Source: an optimization exercise on an open RTL-to-GDS flow (aim: small area, a short achievable clock period and few clock cycles per item). Production flows keep margins and buffers that such runs may drop. The RTL was checked by simulation tests, not by an equivalence proof against the original design.

== run A ==
Design lattice_interp, start of the top module:
module lattice_interp (
  input  wire        clk,
  input  wire        rst,
  input  wire        in_valid,
  input  wire [63:0] in_x,         
  output wire        in_ready,
  output reg         mem_rd,
  output reg  [16:0] mem_addr,
  input  wire [15:0] mem_rdata,    
  output reg         out_valid,
  output reg  [15:0] out_y
);
  reg  [63:0] x_r;         
  reg         act;         
  reg         lastc;       
  reg         fc;          
  reg  [3:0]  done;        
  assign in_ready = ~act;
  wire [15:0] f0 = {x_r[11:0],  x_r[15:12]};
  wire [15:0] f1 = {x_r[27:16], x_r[31:28]};
  wire [15:0] f2 = {x_r[43:32], x_r[47:44]};
  wire [15:0] f3 = {x_r[59:48], x_r[63:60]};
  wire [15:0] ib = {x_r[63:60], x_r[47:44], x_r[31:28], x_r[15:12]};
  wire g01 = f0 >= f1, g02 = f0 >= f2, g03 = f0 >= f3;
  wire g12 = f1 >= f2, g13 = f1 >= f3, g23 = f2 >= f3;
  wire g10 = f1 >= f0, g20 = f2 >= f0, g30 = f3 >= f0;
  wire g21 = f2 >= f1, g31 = f3 >= f1, g32 = f3 >= f2;
  wire [3:0] R = ~done & {|f3, |f2, |f1, |f0};
  wire [3:0] top;
  assign top[0] = R[0] & (~R[1] | g01) & (~R[2] | g02) & (~R[3] | g03);
  assign top[1] = R[1] & (~R[0] | g10) & (~R[2] | g12) & (~R[3] | g13);
  assign top[2] = R[2] & (~R[0] | g20) & (~R[1] | g21) & (~R[3] | g23);
  assign top[3] = R[3] & (~R[0] | g30) & (~R[1] | g31) & (~R[2] | g32);
  wire       more = |(R & ~top);
  reg  [3:0]  tp;          
  wire [16:0] inc_tp = (tp[0] ? 17'd1 : 17'd0) + (tp[1] ? 17'd17 : 17'd0) +
                       (tp[2] ? 17'd289 : 17'd0) + (tp[3] ? 17'd4913 : 17'd0);
  wire [16:0] addr_nx;
  wire ad_1s, ad_1c;
  lattice_fa ad_1u (.a(ib[0]), .b(ib[4]), .c(ib[8]), .s(ad_1s), .co(ad_1c));
  wire ad_2s, ad_2c;
  lattice_fa ad_2u (.a(ib[1]), .b(ib[5]), .c(ib[9]), .s(ad_2s), .co(ad_2c));
  wire ad_3 = ib[13] ^ ad_1c;
  wire ad_4 = ib[13] & ad_1c;
  wire ad_5s, ad_5c;
  lattice_fa ad_5u (.a(ib[2]), .b(ib[6]), .c(ib[10]), .s(ad_5s), .co(ad_5c));
  wire ad_6s, ad_6c;
  lattice_fa ad_6u (.a(ib[14]), .b(ad_2c), .c(ad_5s), .s(ad_6s), .co(ad_6c));
  wire ad_7s, ad_7c;
  ...
Size in the first run: ~1800 cells after synthesis, ~280 flip-flops, roughly 120 I/O pins, about 20000 µm² of cells after synthesis.
make LEC_CHECK=0 CAP_MARGIN=20 CORE_MARGIN=2 CORE_UTILIZATION=40 CTS_BUF_LIST=sky130_fd_sc_hd__clkbuf_4 SLEW_MARGIN=20 SYNTH_HIERARCHICAL=1 finish   # period 10.0 ns
run.sh (not shown) runs the stock make flow with config.mk's settings and CLKGATE_MAP_FILE= SYNTH_SCRIPT=/design/flow/synth_recipe.tcl, a recipe that flattens the netlist after the stock synthesis.
Run A finished all stages; the layout is clean.
Testbench counts of run A, summed over its fixed seeds: cycles 9,405, items 2,048.
--- input diff run A..run B ---
# run A
export LEC_CHECK = 0
export CAP_MARGIN = 20
export CORE_MARGIN = 2
export CORE_UTILIZATION = 40
export CTS_BUF_LIST = sky130_fd_sc_hd__clkbuf_4
export SLEW_MARGIN = 20
export SYNTH_HIERARCHICAL = 1
create_clock -name core_clock -period 10.0 [get_ports {clk}]
# run B
export LEC_CHECK = 0
export CAP_MARGIN = 20
export CORE_MARGIN = 2
export CORE_UTILIZATION = 55
export CTS_BUF_LIST = sky130_fd_sc_hd__clkbuf_16
export CTS_CLUSTER_DIAMETER = 80
export CTS_CLUSTER_SIZE = 25
export SLEW_MARGIN = 20
export SYNTH_HIERARCHICAL = 1
create_clock -name core_clock -period 10.0 [get_ports {clk}]
==> flow/flow/run.sh (new file) <==
#!/bin/bash
# Standard layout, with plain buffers (buf_2) on the ports instead of the
# delay buffers the port-buffering step picks by default, and timing repair
# aiming at a shorter period than the 10 ns clock.
set -euo pipefail
bash standard.sh "BUFFER_PORTS_ARGS=-buffer_cell sky130_fd_sc_hd__buf_2" SETUP_SLACK_MARGIN=6.3 finish > standard.log 2>&1
==> flow/standard.sh (new file) <==
#!/bin/bash
# synth_recipe.tcl (not shown) runs the flow's synth.tcl, then flattens the netlist and writes it again
# the make line also repeats each setting of config.mk as NAME=value (left out here)
make -C /OpenROAD-flow-scripts/flow DESIGN_CONFIG=/design/flow/config.mk WORK_HOME=/design/flow/orfs CLKGATE_MAP_FILE= SYNTH_SCRIPT=/design/flow/synth_recipe.tcl "${@:-finish}"
removed: flow/run.sh
[summary]
Layout cell share with drive strength beyond 1 is higher on run B. Per the comparison of run B with run A, maximum clock rate shows an increase of about 14%; total wire length after detailed routing saw a decrease; share of the cycle needed by the critical path after routing fell by 5.2 points. Looking at detailed route wirelength on metal3 across run A and run B, the one that comes out higher is run A. There was hardly any difference in number of remaining DRC errors between run B and run A. Run B vs. run A: final critical delay including setup and external delays fell 520 ps; required time at the endpoint of the critical path now sits lower; number of clock buffers in the layout fell 91. Diff run A -> run B | sequential share of cell area | increase of 1.1 points.
Changes in run C relative to run B:
# run B
export LEC_CHECK = 0
export CAP_MARGIN = 20
export CORE_MARGIN = 2
export CORE_UTILIZATION = 55
export CTS_BUF_LIST = sky130_fd_sc_hd__clkbuf_16
export CTS_CLUSTER_DIAMETER = 80
export CTS_CLUSTER_SIZE = 25
export SLEW_MARGIN = 20
export SYNTH_HIERARCHICAL = 1
create_clock -name core_clock -period 10.0 [get_ports {clk}]
# run C
export LEC_CHECK = 0
export CAP_MARGIN = 20
export CORE_MARGIN = 2
export CORE_UTILIZATION = 40
export CTS_BUF_LIST = sky130_fd_sc_hd__clkbuf_16
export CTS_CLUSTER_DIAMETER = 80
export CTS_CLUSTER_SIZE = 25
export SLEW_MARGIN = 20
export SYNTH_HIERARCHICAL = 1
create_clock -name core_clock -period 10.0 [get_ports {clk}]
### Flow results
Run C vs. run B: worst reg-to-reg setup slack increased by 30 ps relative to the old numbers; length in cells of the worst reg-to-reg path lower; first-pass GRT wire length climbed about 4%; non-clock buffer count -5. The higher minimum setup slack in the final design came out of run C. Final worst hold slack: run C vs run B, no meaningful difference. Cmp run C vs run B: global routing usage on met3 lower in run C. Cmp run B and run C / final instance area / lower: run B.
Input-level comparison between run D and run C:
# run C
export LEC_CHECK = 0
export CAP_MARGIN = 20
export CORE_MARGIN = 2
export CORE_UTILIZATION = 40
export CTS_BUF_LIST = sky130_fd_sc_hd__clkbuf_16
export CTS_CLUSTER_DIAMETER = 80
export CTS_CLUSTER_SIZE = 25
export SLEW_MARGIN = 20
export SYNTH_HIERARCHICAL = 1
create_clock -name core_clock -period 10.0 [get_ports {clk}]
# run D
export LEC_CHECK = 0
export CAP_MARGIN = 20
export CORE_MARGIN = 2
export CORE_UTILIZATION = 40
export CTS_BUF_LIST = sky130_fd_sc_hd__clkbuf_4
export SLEW_MARGIN = 20
export SYNTH_HIERARCHICAL = 1
create_clock -name core_clock -period 10.0 [get_ports {clk}]
==> flow/flow/run.sh <==
#!/bin/bash
# Standard layout, with plain buffers (buf_2) on the ports instead of the
# delay buffers the port-buffering step picks by default.
set -euo pipefail
bash standard.sh "BUFFER_PORTS_ARGS=-buffer_cell sky130_fd_sc_hd__buf_2" finish > standard.log 2>&1
Results
Looking at origin of the worst setup path, the act result is from run C; the rd_r[11] one comes from run D. [compare] base=run C new=run D: total routed wirelength lower. In the reports for run D and run C, the smaller met2 routed wirelength belongs to run D. Comparing run D and run C, the higher multi-input combinational cell area is on run C. Via count: run D and run C compared, lower one is run C. [compare] base=run C new=run D: fraction of area in registers now sits at about the same level; wire length of the first global-routing pass level. [run D] minimum period implied by the final worst setup slack rose 490 ps relative to run C. Fmax (run D over run C): decrease, about 12%.

[separate check: timing with driven ports]
In the flow no input, the clock included, has a driving cell. The finished layouts below were timed again as built, in two steps. Step 1 sets driving cells, clkbuf_16 on the clock port and buf_2 on the other inputs (assumed; they add their load-dependent delay and slew). Step 2, shift: input delay + t, output delay - t, t = (earliest + latest rising clock arrival at the registers) / 2. This alone moves slack from input paths to output paths. Three values: ideal, step 1, step 2; two values: the first two.
run | t (ns) | slack for setup (ns) | pins driven straight from the clock port
run A | 0.857 | 5.845 / 5.845 / 5.845 | 1
run B | 0.607 | 6.369 / 6.369 / 6.369 | 1
run C | 0.603 | 6.387 / 6.335 / 6.403 | 1
run D | 0.845 | 5.901 / 5.901 / 5.901 | 1
After both steps setup and hold are still met in every run listed.
